What follows belongs to an exercise in optimizing a design on an open flow for small area; a production flow would make more cautious choices. In this exercise RTL edits were held to simulation tests only and were not proved equivalent to the original. Power figures rest on the tool's default switching activity, not on a simulated workload.

--- design.v ---
module lane_filter (
    input  wire        clk,
    input  wire        rst,
    input  wire        start,
    input  wire        stop,
    input  wire [17:0] cfg_w0,
    input  wire [17:0] cfg_w1,
    input  wire [17:0] cfg_w2,
    input  wire [17:0] cfg_w3,
    input  wire [17:0] cfg_w4,
    input  wire        mod_en,
    input  wire        mod_bit,
    input  wire        coef_we,
    input  wire [5:0]  coef_addr,
    input  wire [17:0] coef_data,
    output reg         smp_valid,
    output reg  [17:0] smp_value,
    output reg         smp_clip
);
    function [22:0] radd22;
        input [21:0] a;
        input [21:0] b;
        input        ci;
        integer k;
        reg c;
        begin
            c = ci;
            for (k = 0; k < 22; k = k + 1) begin
                radd22[k] = a[k] ^ b[k] ^ c;
                c = (a[k] & b[k]) | (c & (a[k] ^ b[k]));
            end
            radd22[22] = c;
        end
    endfunction
    reg        p_sym, p_mab, p_cic4;
    reg [9:0]  p_dcm1;           
    reg [1:0]  p_dfm1;           
    reg [5:0]  p_s1, p_s2, p_s3;
    reg [6:0]  p_taps;           
    reg [3:0]  p_lm1;            
    reg [17:0] p_scale;          
    wire [9:0] dcm1_in  = cfg_w0[13:4];
    wire [5:0] s1_in    = cfg_w1[17:12];
    wire [5:0] s2_in    = cfg_w1[11:6];
    wire [5:0] s3_in    = cfg_w1[5:0];
    wire [6:0] taps_in  = cfg_w2[17:11];
    reg conv;
    always @(posedge clk) begin
        if (rst) begin
            conv <= 1'b0;
        end else if (start) begin
            conv    <= 1'b1;
            p_sym   <= cfg_w0[16];
            p_mab   <= cfg_w0[15];
            p_cic4  <= cfg_w0[14];
            p_dcm1  <= (dcm1_in < 10'd7) ? 10'd7 : dcm1_in;
            p_dfm1  <= (taps_in == 7'd0) ? 2'd0 :
                       (cfg_w0[3] ? 2'd3 : (cfg_w0[2] ? 2'd1 : 2'd0));
            p_s1    <= (s1_in > 6'd47) ? 6'd47 : s1_in;
            p_s2    <= (s2_in > 6'd47) ? 6'd47 : s2_in;
            p_s3    <= (s3_in > 6'd47) ? 6'd47 : s3_in;
            p_taps  <= (taps_in > 7'd64) ? 7'd64 : taps_in;
            p_lm1   <= cfg_w3[3:0];
            p_scale <= (cfg_w4 == 18'd0) ? 18'd1 : cfg_w4;
        end else if (stop) begin
            conv <= 1'b0;
        end
    end
    wire clr = rst | start | stop;
    wire run = conv & ~start & ~stop;
    wire       tz    = (p_taps == 7'd0);
    wire [6:0] taps1 = tz ? 7'd1 : p_taps;
    wire [6:0] half  = (p_taps + 7'd1) >> 1;         
    reg [5:0] ph;
    always @(posedge clk)
        ph <= rst ? 6'd0 : ph + 6'd1;
    wire [1:0] ph2 = ph[1:0];
    reg  [17:0] cring [0:63];
    reg  [17:0] c0r;
    wire [5:0]  cwpos = ph - coef_addr;
    integer i;
    always @(posedge clk) begin
        for (i = 0; i < 64; i = i + 1)
            cring[i] <= ~((coef_we && cwpos == i) ? ~(coef_data ^ {18{i[0]}})
                                                   : cring[(i + 63) % 64]);
        if (coef_we && coef_addr == 6'd0)
            c0r <= coef_data;
    end
    wire [17:0] crd  = ~cring[63];      
    wire [17:0] crd2 = ~cring[31];      
    reg [20:0] il0, il1, il2, il3;
    reg [20:0] iu0, iu1, iu2, iu3;
    reg        icy, istart_d, iact_d, zero_d;
    reg [41:0] cr0, cr1, cr2, cr3;
    reg [41:0] v;                
    reg [2:0]  zc;               
    reg        spend, sbit, sdec;
    reg        iact, idec;
    reg [9:0]  dcnt;
    reg        cpend, cl, cact;
    reg [1:0]  ncic;
    reg        cic_go;
    wire zeroing = (zc != 3'd0);
    wire istart  = spend & ~zeroing & (ph2 == 2'd0);
    wire [1:0] nm1 = p_cic4 ? 2'd3 : 2'd2;
    wire [1:0] nm1p = p_cic4 ? 2'd0 : 2'd3;           
    wire [20:0] iaddl = istart ? (sbit ? 21'd1 : {21{1'b1}}) : (iact ? il0 : 21'd0);
    wire [22:0] isl   = radd22({1'b0, il3}, {1'b0, iaddl}, 1'b0);
    wire [20:0] iaddu = istart_d ? (sbit ? 21'd0 : {21{1'b1}}) : (iact_d ? iu0 : 21'd0);
    wire [22:0] isu   = radd22({1'b0, iu3}, {1'b0, iaddu}, icy);
    wire cstep = (cl & (ph2 == 2'd0)) | cact;
    always @(posedge clk) begin
        il0 <= zeroing ? 21'd0 : isl[20:0];
        icy <= zeroing ? 1'b0 : isl[21];
        il1 <= il0; il2 <= il1; il3 <= il2;
        iu0 <= zero_d ? 21'd0 : isu[20:0];
        iu1 <= iu0; iu2 <= iu1; iu3 <= iu2;
        zero_d   <= zeroing;
        istart_d <= istart;
        iact_d   <= iact;
        cr0 <= zeroing ? 42'd0 : (cstep ? acc : cr3);
        cr1 <= cr0; cr2 <= cr1; cr3 <= cr2;
    end
    reg  [41:0] acc;
    reg  [17:0] u;               
    reg         uclip;
    reg  [17:0] f;               
    reg         fclip;
    reg  signed [21:0] q;        
    localparam S_IDLE = 4'd0, S_U = 4'd2, S_FM = 4'd3,
               S_FADD = 4'd4, S_F = 4'd5, S_MA = 4'd6, S_MM = 4'd7,
               S_MO = 4'd8, S_PRE = 4'd9, S_PW = 4'd10, S_SH = 4'd11,
               S_RS1 = 4'd12;
    reg [3:0] st;
    reg [2:0] pl;                
    reg [5:0] pc;                
    reg [5:0] rem;               
    reg [1:0] sg;                
    reg [17:0] fr [0:32];
    reg [17:0] br [0:32];
    wire       p5n  = (st == S_PW) ? (ph == 6'd32) : ((st == S_PRE) && (pl == 3'd5) && (pc != 6'd63));
    wire [5:0] pcn  = (st == S_PW) ? 6'd0 : pc + 6'd1;
    wire [1:0] fseln = !p5n ? 2'd0 : ((pcn == 6'd0) ? 2'd1 : ((pcn <= 6'd31) ? 2'd2 : 2'd0));
    wire [6:0] tmh1 = p_taps - half - 7'd1;           
    wire [2:0] bseln = !p5n ? 3'd0 :
                      !p_sym ? {1'b0, fseln} :
                      (p_taps < 7'd2) ? 3'd0 :
                      ({1'b0, pcn} == tmh1 + 7'd31) ? 3'd1 :
                      ({1'b0, pcn} >= tmh1 && {1'b0, pcn} < tmh1 + 7'd31) ? 3'd3 : 3'd0;
    reg  [1:0] fsel;
    reg  [2:0] bsel;
    always @(posedge clk) begin
        fsel <= clr ? 2'd0 : fseln;
        bsel <= clr ? 3'd0 : bseln;
    end
    wire [17:0] fd0 = (fsel == 2'd1) ? u : ((fsel == 2'd2) ? fr[32] : fr[31]);
    wire [17:0] xfer = p_sym ? u : fr[0];
    wire [17:0] bd0 = (bsel == 3'd1) ? xfer : ((bsel == 3'd2) ? br[32] :
                      ((bsel == 3'd3) ? br[30] : br[31]));
    reg [17:0] mar [0:15];
    reg  [3:0] mnew;
    reg        mins, msub;
    wire [17:0] md0 = (mins && ph[3:0] == mnew) ? f : mar[15];
    always @(posedge clk) begin
        fr[0] <= fd0;
        br[0] <= bd0;
        for (i = 1; i < 33; i = i + 1) begin
            fr[i] <= fr[i-1];
            br[i] <= br[i-1];
        end
        mar[0] <= md0;
        for (i = 1; i < 16; i = i + 1)
            mar[i] <= mar[i-1];
    end
    wire [6:0]  jj    = {1'b0, ph + 6'd1};
    wire [6:0]  tmh   = p_taps - half;                  
    reg         mF, mB;
    always @(posedge clk) begin
        mF <= p_sym ? (jj > 7'd32 && jj < half + 7'd32) : (jj != 7'd0 && jj < p_taps && jj <= 7'd32);
        mB <= p_sym ? (jj < tmh) : (jj > 7'd32 && jj < p_taps);
    end
    wire        pval  = mF | mB;
    wire [17:0] hw    = mF ? fd0 : (mB ? bd0 : 18'd0);
    wire [17:0] cq    = (st == S_PRE) ? (pval ? ((p_sym & mF) ? crd2 : crd) : 18'd0) : c0r;
    wire signed [18:0] mcand = (st == S_MM) ? {1'b0, p_scale} : {cq[17], cq};
    wire [23:0] wsrc  = (st == S_PRE) ? {{6{hw[17]}}, hw} :
                        ((st == S_MM) ? {{2{q[21]}}, q} : {{6{u[17]}}, u});
    wire [2:0]  toppl = (st == S_MM) ? 3'd7 : 3'd5;
    wire [2:0]  dig   = wsrc[pl*3 +: 3];
    wire        dtop  = (pl == toppl);
    wire signed [3:0]  dval = {dtop & dig[2], dig};
    wire signed [22:0] pp   = mcand * dval;
    wire first = (pl == toppl) && ((st != S_PRE) || (pc == 6'd0));
    wire horner = (st == S_FM) || (st == S_MM) || (st == S_PRE);
    wire [41:0] acc_l3 = {acc[38:0], 3'd0};
    wire [41:0] acc_r1 = {acc[41], acc[41:1]};
    wire [41:0] acc_r4 = {{4{acc[41]}}, acc[41:4]};
    wire [41:0] acc_r16 = {{16{acc[41]}}, acc[41:16]};
    wire cload = (st == S_IDLE) && (ph2 == nm1p) && cpend;
    reg  [41:0] base, addend;
    reg         cin;
    always @* begin
        base   = acc;
        addend = 42'd0;
        cin    = 1'b0;
        case (st)
        S_IDLE: begin
            if (cload) begin
                base   = 42'd0;
                addend = {isu[20:0], il0};
            end else if (cstep) begin
                addend = ~cr3;
                cin    = 1'b1;
            end
        end
        S_FADD: addend = v;
        S_FM, S_MM, S_PRE: begin
            if (first)
                base = 42'd0;
            else if (st != S_PRE || pc == 6'd0)
                base = acc_l3;
            addend = {{19{pp[22]}}, pp};
        end
        S_SH: begin
            if (rem >= 6'd16)
                base = acc_r16;
            else if (rem >= 6'd4)
                base = acc_r4;
            else if (rem != 6'd0)
                base = acc_r1;
            else
                cin = 1'b1;
        end
        S_RS1: base = acc_r1;
        default: ;
        endcase
    end
    wire [41:0] accn = base + addend + {41'd0, cin};
    wire        fits = (acc[41:17] == 25'd0) || (acc[41:17] == {25{1'b1}});
    wire [18:0] rsv  = fits ? {1'b0, acc[17:0]} : {1'b1, acc[41] ? 18'h20000 : 18'h1FFFF};
    reg [6:0] nset;
    reg [1:0] dfph;
    reg [3:0] mcnt;
    reg [6:0] hc_age;            
    reg [4:0] mc_age;            
    wire [6:0] nset_n  = (nset == taps1) ? nset : nset + 7'd1;
    wire       fir_go  = (nset_n == taps1) && (dfph == 2'd0);
    wire       ma_go   = (mcnt == p_lm1);
    wire [6:0] hc_n    = rsv[18] ? 7'd0 : ((hc_age == 7'd127) ? hc_age : hc_age + 7'd1);
    wire [4:0] mc_n    = fclip ? 5'd0 : ((mc_age == 5'd31) ? mc_age : mc_age + 5'd1);
    always @* begin
        smp_value = rsv[17:0];
        smp_clip  = rsv[18] | (mc_age <= {1'b0, p_lm1});
    end
    wire [21:0] qadd = msub ? ~{{4{md0[17]}}, md0} : {{4{f[17]}}, f};
    wire [22:0] qsum = radd22(q, qadd, msub);
    wire        msub_now = msub && (ph[3:0] == mnew - p_lm1);
    always @(posedge clk) begin
        if (clr) begin
            zc     <= start ? 3'd4 : 3'd0;
            spend  <= 1'b0;
            iact   <= 1'b0;
            dcnt   <= 10'd0;
            cpend  <= 1'b0;
            cl     <= 1'b0;
            cact   <= 1'b0;
            ncic   <= 2'd0;
            cic_go <= 1'b0;
            st     <= S_IDLE;
            mins   <= 1'b0;
            msub   <= 1'b0;
            nset   <= 7'd0;
            dfph   <= 2'd0;
            mcnt   <= 4'd0;
            hc_age <= 7'd127;
            mc_age <= 5'd31;
            q      <= 22'sd0;
            v      <= 42'd0;             
            smp_valid <= 1'b0;
        end else begin
            if (zeroing)
                zc <= zc - 3'd1;
            if (run && mod_en) begin
                spend <= 1'b1;
                sbit  <= mod_bit;
                if (dcnt == p_dcm1) begin
                    dcnt <= 10'd0;
                    sdec <= 1'b1;
                end else begin
                    dcnt <= dcnt + 10'd1;
                    sdec <= 1'b0;
                end
            end
            if (istart) begin
                spend <= 1'b0;
                iact  <= 1'b1;
                idec  <= sdec;
            end else if (iact && ph2 == 2'd3) begin
                iact <= 1'b0;
            end
            if (cl && ph2 == 2'd0)
                cl <= 1'b0;
            if (cstep)
                cact <= (ph2 != nm1);
            cic_go <= 1'b0;
            if (cstep && ph2 == nm1) begin
                if (ncic == nm1)
                    cic_go <= 1'b1;
                else
                    ncic <= ncic + 2'd1;
            end
            if (iact && idec && ph2 == nm1)
                cpend <= 1'b1;
            if (cload) begin
                cpend <= 1'b0;
                cl    <= 1'b1;
            end
            if (mins && ph[3:0] == mnew)
                mins <= 1'b0;
            if (msub_now) begin
                q    <= qsum[21:0];
                msub <= 1'b0;
            end
            smp_valid <= 1'b0;
            acc <= accn;
            case (st)
            S_IDLE: if (cic_go) begin
                sg  <= 2'd0;
                rem <= p_s1 - 6'd1;
                st  <= (p_s1 == 6'd0) ? S_U : S_SH;
            end
            S_SH: begin
                if (rem >= 6'd16)
                    rem <= rem - 6'd16;
                else if (rem >= 6'd4)
                    rem <= rem - 6'd4;
                else if (rem != 6'd0)
                    rem <= rem - 6'd1;
                else
                    st <= S_RS1;
            end
            S_RS1: st <= (sg == 2'd0) ? S_U : ((sg == 2'd1) ? S_F : S_MO);
            S_U: begin
                u      <= rsv[17:0];
                uclip  <= rsv[18];
                hc_age <= hc_n;
                nset   <= nset_n;
                if (nset_n == taps1)
                    dfph <= (dfph == p_dfm1) ? 2'd0 : dfph + 2'd1;
                pl     <= 3'd5;
                pc     <= 6'd0;
                if (fir_go)
                    st <= tz ? S_F : S_FM;
                else
                    st <= tz ? S_IDLE : S_PW;
            end
            S_FM: begin
                pl  <= pl - 3'd1;
                if (pl == 3'd0)
                    st <= S_FADD;
            end
            S_FADD: begin
                sg  <= 2'd1;
                rem <= p_s2 - 6'd1;
                st  <= (p_s2 == 6'd0) ? S_F : S_SH;
            end
            S_F: begin
                f     <= tz ? u : rsv[17:0];
                fclip <= (~tz & rsv[18]) | (hc_age < taps1);
                st    <= S_MA;
            end
            S_MA: begin
                q      <= qsum[21:0];
                mc_age <= mc_n;
                mnew   <= mnew + 4'd1;
                mins   <= 1'b1;
                pl     <= 3'd7;
                if (ma_go) begin
                    if (p_mab)
                        mcnt <= 4'd0;
                    st <= S_MM;
                end else begin
                    mcnt <= mcnt + 4'd1;
                    st <= tz ? S_IDLE : S_PW;
                end
            end
            S_MM: begin
                pl  <= pl - 3'd1;
                sg  <= 2'd2;
                rem <= p_s3 - 6'd1;
                if (pl == 3'd0)
                    st <= (p_s3 == 6'd0) ? S_MO : S_SH;
            end
            S_MO: begin
                smp_valid <= 1'b1;
                if (p_mab)
                    q <= 22'sd0;
                else
                    msub <= 1'b1;
                pl <= 3'd5;
                pc <= 6'd0;
                st <= tz ? S_IDLE : S_PW;
            end
            S_PW: begin
                pl <= 3'd5;
                pc <= 6'd0;
                if (ph == 6'd32)
                    st <= S_PRE;
            end
            S_PRE: begin
                if (p_sym && pl == 3'd5 && pc == half[5:0] - 6'd1)
                    u <= fd0;            
                pc  <= pc + 6'd1;
                if (pc == 6'd63) begin
                    pl <= pl - 3'd1;
                    if (pl == 3'd0) begin
                        v  <= accn;      
                        st <= S_IDLE;
                    end
                end
            end
            default: st <= S_IDLE;
            endcase
        end
    end
endmodule
--- run.sh ---
#!/bin/bash
# synth_recipe.tcl (not shown) runs the flow's synth.tcl, then flattens the netlist and writes it again
# the make line also repeats each setting of config.mk as NAME=value (left out here)
make -C /OpenROAD-flow-scripts/flow DESIGN_CONFIG=/design/flow/config.mk WORK_HOME=/design/flow/orfs CLKGATE_MAP_FILE= SYNTH_SCRIPT=/design/flow/synth_recipe.tcl finish
--- config.mk ---
export PLATFORM = sky130hd
export DESIGN_NAME = lane_filter
export DESIGN_NICKNAME = lane_filter
export VERILOG_FILES = /design/flow/design.v
export SDC_FILE = /design/flow/constraint.sdc
export NUM_CORES = 4
export LEC_CHECK = 0
export CAP_MARGIN = 20
export CORE_MARGIN = 2
export CORE_UTILIZATION = 60
export CTS_CLUSTER_DIAMETER = 90
export CTS_CLUSTER_SIZE = 22
export SLEW_MARGIN = 20
--- constraint.sdc ---
create_clock -name core_clock -period 15.0 [get_ports {clk}]
set_input_delay 3.0000 -clock core_clock [delete_from_list [all_inputs] [get_ports {clk}]]
set_output_delay 3.0000 -clock core_clock [all_outputs]
set_load 0.01 [all_outputs]
==> impl_metrics.yaml, run 1 <==
drt:
  route.vias.total: 56400
  drtPass1Iterations: 9
  avgRoutedWirePerCell_um: 20.7
  totalWireLength_um: 215000
  vias_per_cell: 5.42
  ant_nets: 0
  initialDrtViolationCount: 4545
  drc: 0
setup_path:
  rr_endpoint: "v[41]"
  startpoint: "st[0]"
  r2r_slack_ns: 3.06
  cp.required_ns: 15.76
  worstSetupPathType: "reg2reg"
  setup.worst_path.start_class: "flop"
  rr_startpoint: "st[0]"
  arrival_ns: 12.70
  setup.worst_path.end: "v[41]"
  r2r_cells: 35
  cp_slowest_cell: "and4_1"
  critPathCaptureType: "flop"
  crit_fanout: 47
  slowest_delay_ns: 0.91
finish:
  final_cell_area_sq_um: 107000
  syn2layout_area_growth_pct: 7.68
  finish.net_count: 8540
  drive_gt1_frac: 0.0582
synthesis:
  synth_compound_area_frac: 0.0879
  yosysSeqAreaShare: 0.680
  synth-seq-cells: 3281
  synth_cell_type_count: 86
  synth_xor_area_frac: 0.0151
  syn_area_per_cell_sq_um: 12.0
  synthTopCellsByArea: "dfxtp_1 (62%), mux2i_1 (6.4%), edfxtp_1 (5.6%)"
  synth_area_leader_cell: "dfxtp_1"
  synth-edff-count: 186
  synthesis.nets: 8661
  synth_area_sq_um: 99300
  synth_flop_cell: "dfxtp_1"
  yosys_warnings: 5
  yosys.area_share.simple: 0.0725
  synth_fa_ha_area_frac: 0.0420
  synth_top_area_frac: 0.624
  async_flop_share: 0
  synth_top_family_by_area: "compound AO/OA/AOI/OAI gates"
  synth.top_cells.by_count: "dfxtp_1 (3095), nor2_1 (883), a21oi_1 (817)"
  netlist_instances: 8270
  synth.mux.area_fraction: 0.0758
  yosysMostFrequentCell: "dfxtp_1"
grt:
  grt_use_total: 0.253
  grt_antenna_before_repair: 14
  grt_start_max_net_pins: 66
  gr-total-overflow: 0
  grt_pass1_vias: 54300
  grt_first_pass_wirelength_um: 328000
sta:
  timing.fmax_mhz: 83.8
  final-setup-viol-count: 0
  tightest_slew_ns: 1.16
  timing.hold.ws_ns: 0.293
  slew_viol_final: 0
  rsz0062_at_grt: "no"
  fin_crit_sh: 0.796
  final.setup_skew_ns: 0.0479
  fin_crit_ns: 11.94
  maxSlewHeadroom: 0.222
  finalSetupTns_ns: 0
  hold_violations: 0
floorplanning:
  die_y_um: 411
  fp-row-count: 149
  io_pins: 141
  die_w_um: 411
  start_util: 0.603
  core_sq_um: 165000
  dieArea_sq_um: 169000
clock_network:
  cts.repair.resized: 0
  htree_levels: 4
  cts.path.max_buffers: 3
  post_cts_buffers: 0
  cts_hold_buf: 0
  worstSkewPairLatency_ns: 0.85
  root_buffer: "clkbuf_16"
  numCtsBuffers: 168
  numClockSinks: 3281
  cts_tree: "built"
  path_clk_slew_ns: 0.09
hold_path:
  hold_path.class: "reg2reg"
placed_design:
  post_dp_cell_area_sq_um: 102000
  dp_hpwl_um: 141000
  gp_congestion: 0.893
  numPortBuffers: 112
power:
  p_leak_nw: 43.8
  ir_worst_vdd_v: 0.000149
  p_per_area_nw_per_um2: 155
status:
  status: "finished clean"
job:
  maxCapViolations: 0
==> per-layer routing <==
layer	routed length [um]	share of wire	GRT usage	vias up
met4	5490	0.025	0.0723	6
met1	101000	0.47	0.367	27100
li1	-	-	-	27500
met2	96300	0.45	0.396	1454
met5	37	0.00017	0	-
met3	12400	0.057	0.0373	325
==> flip-flops by register name, summed over array words and instances, names as in the netlist, 22 cells and up <==
signal  cells
cr0        42
cr2        42
mar       288
cring    1152
v          42
br        594
cr3        42
fr        594
acc        42
cr1        42
q          22
==> layout make-up <==
class / instances / area (sq um)
Sequential cell: 3281 / 67500
Multi-Input combinational cell: 4291 / 29400
Antenna cell: 6 / 15.0
Fill cell: 12500 / 57700
Clock inverter: 17 / 317
Inverter: 198 / 743
Timing Repair Buffer: 209 / 1810
Tap cell: 2189 / 2740
Clock buffer: 203 / 4390
==> through the flow <==
stage | instances | worst slack, ns | power (mW) | util
finish | 10400 | 3.06 | 16.6 | 0.650
global route | 10400 | 2.46 | 17.3 | 0.649
CTS | 10400 | 3.03 | 16.7 | 0.649
detailed placement | 10200 | 3.15 | 12.0 | 0.620
global placement | 10200 | 3.22 | 12.0 | 0.620
floorplan | 8270 | 4.48 | 11.5 | -
==> worst max-delay path, delay by kind of cell (launching register included) <==
kind | cells | cell delay, ns
fa+ha+maj | 5 | 2.26
compound gates | 14 | 3.63
flops | 1 | 0.87
buf+inv | 4 | 0.83
xor+xnor | 1 | 0.42
simple gates | 11 | 3.79
==> power by group <==
group / internal, mW / switching (mW)
sequential: 10.2 / 0.452
clock: 2.10 / 2.67
combinational: 0.542 / 0.651
==> cell usage in the layout (no fill, tap or decap), drive strengths merged, types with 59 or more instances in the layout <==
cell type,count
mux2i,638
xor2,67
a21oi,818
nand3,59
xnor2,96
dfxtp,3095
a22oi,59
nor2b,59
buf,115
ha,164
nor2,884
edfxtp,186
nand2,467
clkdlybuf4s50,94
clkbuf,203
inv,201
o21ai,186
fa,106
==> logic make-up after synthesis <==
kind of cell	Yosys count
AOI/OAI and AO/OA	1453
xor gates and xnor gates	166
adders and majority gates	270
buffers and inverters	698
DFF	3281
muxes	708
and+or+nand+nor	1694
==> how the worst min path moves through the flow <==
stage	startpoint	endpoint	slack [ns]	cells past startpoint
2_1_floorplan	br[9][0]	br[10][0]	0.31	0
3_3_place_gp	fr[10][9]	fr[11][9]	0.31	0
3_5_place_dp	br[3][10]	br[4][10]	0.31	0
4_1_cts	cr1[3]	cr2[3]	0.30	0
5_1_grt	cr0[25]	cr1[25]	0.30	0
6_report	cr1[3]	cr2[3]	0.29	0
==> inputs of run 2 (changes only) <==
--- a/design.v
+++ b/design.v
@@ -196,4 +196,3 @@
     wire [41:0] acc_r1 = {acc[41], acc[41:1]};
-    wire [41:0] acc_r4 = {{4{acc[41]}}, acc[41:4]};
-    wire [41:0] acc_r16 = {{16{acc[41]}}, acc[41:16]};
+    wire [41:0] acc_r8 = {{8{acc[41]}}, acc[41:8]};
     wire cload = (st == S_IDLE) && (ph2 == nm1p) && cpend;
@@ -224,6 +223,4 @@
         S_SH: begin
-            if (rem >= 6'd16)
-                base = acc_r16;
-            else if (rem >= 6'd4)
-                base = acc_r4;
+            if (rem >= 6'd8)
+                base = acc_r8;
             else if (rem != 6'd0)
@@ -332,6 +329,4 @@
             S_SH: begin
-                if (rem >= 6'd16)
-                    rem <= rem - 6'd16;
-                else if (rem >= 6'd4)
-                    rem <= rem - 6'd4;
+                if (rem >= 6'd8)
+                    rem <= rem - 6'd8;
                 else if (rem != 6'd0)
==> impl_metrics.yaml, run 2 <==
setup_path:
  critPathCaptureType: "flop"
  cp_slowest_cell: "dfxtp_1"
  setup.worst_path.start_class: "flop"
  slowest_delay_ns: 0.77
  crit_fanout: 38
  cp.required_ns: 15.60
  worstSetupPathType: "reg2reg"
  arrival_ns: 12.71
  cp_common_cell: "o21ai_0"
floorplanning:
  start_util: 0.604
  die_y_um: 409
  io_pins: 141
  fp-row-count: 148
  core_sq_um: 163000
  die_w_um: 409
  dieArea_sq_um: 167000
drt:
  drc: 0
  initialDrtViolationCount: 4751
  avgRoutedWirePerCell_um: 20.9
  route.vias.total: 55900
  totalWireLength_um: 215000
  drtPass1Iterations: 14
  ant_nets: 0
  vias_per_cell: 5.45
finish:
  largest_register: "cring"
  largest_reg_flops: 1152
  final_util: 0.652
  stdcell_count: 10300
  syn2layout_area_growth_pct: 7.98
  finish.net_count: 8418
  final_cell_mix: "dfxtp_1 (3095), nor2_1 (851), a21oi_1 (761)"
  reg.largest.list: "cring x1152, br x594, fr x594"
  drive_gt1_frac: 0.0583
  mostFrequentLayoutCell: "dfxtp_1"
  final_cell_area_sq_um: 106000
power:
  p_total_mw: 16.6
  ir_worst_vdd_v: 0.000142
  p_per_area_nw_per_um2: 156
  p_leak_nw: 43.4
sta:
  maxSlewHeadroom: 0.227
  fin_crit_sh: 0.808
  timing.final.ws_setup_ns: 2.88
  finalSetupTns_ns: 0
  final-setup-viol-count: 0
  timing.hold.ws_ns: 0.312
  slew_viol_final: 0
  hold_violations: 0
  rsz0062_at_grt: "no"
  tightest_slew_ns: 1.16
  fin_crit_ns: 12.12
  timing.fmax_mhz: 82.5
  final.setup_skew_ns: 0.0564
synthesis:
  synth.top_cells.by_count: "dfxtp_1 (3095), nor2_1 (870), a21oi_1 (763)"
  syn_area_per_cell_sq_um: 12.1
  synth_area_sq_um: 98200
  synth-seq-cells: 3281
  synthTopCellsByArea: "dfxtp_1 (63%), mux2i_1 (6.0%), edfxtp_1 (5.7%)"
  netlist_instances: 8109
  synth_fa_ha_area_frac: 0.0421
  synth.mux.area_fraction: 0.0719
  synth_cell_type_count: 77
  yosys.area_share.simple: 0.0751
  yosysSeqAreaShare: 0.688
  synth_xor_area_frac: 0.0151
  async_flop_share: 0
  synth-edff-count: 186
  synth_compound_area_frac: 0.0840
  synth_area_leader_cell: "dfxtp_1"
  yosysMostFrequentCell: "dfxtp_1"
  synth_top_area_frac: 0.631
  synth_top_family_by_area: "compound AO/OA/AOI/OAI gates"
  yosys_warnings: 5
  synth_flop_cell: "dfxtp_1"
  synthesis.nets: 8497
grt:
  gr-total-overflow: 0
  grt_start_max_net_pins: 66
  grt_first_pass_wirelength_um: 329000
  grt_antenna_before_repair: 8
  grt_use_total: 0.256
  grt_pass1_vias: 54500
clock_network:
  cts.repair.resized: 0
  htree_levels: 4
  cts_tree: "built"
  worstSkewPairLatency_ns: 0.86
  cts.path.max_buffers: 3
  numClockSinks: 3281
  path_clk_slew_ns: 0.09
  root_buffer: "clkbuf_16"
  post_cts_buffers: 0
  numCtsBuffers: 170
  cts_hold_buf: 0
placed_design:
  numPortBuffers: 112
  gp_congestion: 0.906
  dp_cells: 10000
  post_dp_cell_area_sq_um: 101000
  dp_hpwl_um: 140000
  pre_cts_slack_ns: 3.19
hold_path:
  hold_path.class: "reg2reg"
status:
  status: "finished clean"
job:
  maxCapViolations: 0
run 2: changes by cell type in the layout (fill, tap and decap cells not counted), sizes merged, moves of 11 or more:
cell / before / now
mux2i: 638 / 592
a22o: 14 / 1
o21ai: 186 / 164
a21oi: 818 / 763
nor2: 884 / 870
nand2b: 39 / 53
nand2: 467 / 505
o311ai: 14 / 3
and3: 22 / 36
inv: 201 / 185
run 2: report_power, final:
group / internal [mW] / switching (mW)
clock network: 2.13 / 2.69
logic: 0.538 / 0.614
registers: 10.2 / 0.467
total: 12.8 / 3.77
run 2: per-layer routing:
metal | track usage | part of all wire
met2 | 0.403 | 0.45
met4 | 0.0730 | 0.025
met3 | 0.0413 | 0.058
met5 | 0 | 0.00011
met1 | 0.365 | 0.46
run 2: final timing paths:
path / from / end / slack [ns] / depth (start not counted)
worst max-delay path: st[2] / acc[38] / 2.88 / 34
worst min-delay path: cr2[24] / cr3[24] / 0.31 / 0
worst max register to register: st[2] / acc[38] / 2.88 / 34
worst min register to register: cr2[24] / cr3[24] / 0.31 / 0
run 2: kinds of logic (layout without fill, tap and decap cells):
logic type,Yosys count,after routing
flops,3281,3281
simple gates,1736,1736
compound gates,1366,1366
mux,663,663
buf+inv,631,599
fa+ha+maj,267,267
xor+xnor,165,165
other cells,0,1
run 2: area by class of cell:
cell class / instances / area [sq um]
sequential: 3281 / 67500
inverter: 180 / 676
tap: 2175 / 2720
fill: 12300 / 56700
timing repair buffer: 200 / 1770
clock inverter: 20 / 369
antenna: 1 / 2.50
clock buffer: 199 / 4430
multi-input combinational: 4197 / 28600
run 2: worst max-delay path, delay by kind of cell, from the launching register on:
kind / cells / cell delay (ns)
and+or+nand+nor: 6 / 2.13
AOI/OAI and AO/OA: 16 / 4.68
adders and majority gates: 5 / 2.05
buffers and inverters: 3 / 0.98
DFF: 1 / 0.77
xor gates and xnor gates: 1 / 0.19
muxes: 3 / 1.01

==> separate check: timing with driven ports <==
How much do the figures lean on ideal ports? The routed layouts below were timed once more, with nothing changed but the port constraints.
Step 1 assumes that a clkbuf_16 drives the clock port and a buf_2 every other input.
Step 2 also shifts input and output timing later by t, the mid clock arrival at the registers, as if the neighbouring blocks saw the same clock.
a / b / c = ideal / step 1 / step 2; a / b = the first two.
run | shift t [ns] | setup slack, ns | hold slack, ns | worst setup path after step 2 | worst data-port slew with drivers (ns)
run 1 | 0.914 | 3.062 / 3.062 / 3.062 | 0.293 / 0.293 / 0.293 | register to register | 0.28
run 2 | 0.924 | 2.884 / 2.884 / 2.884 | 0.312 / 0.312 / 0.312 | register to register | 0.12
After both steps setup and hold are still met in every run listed.
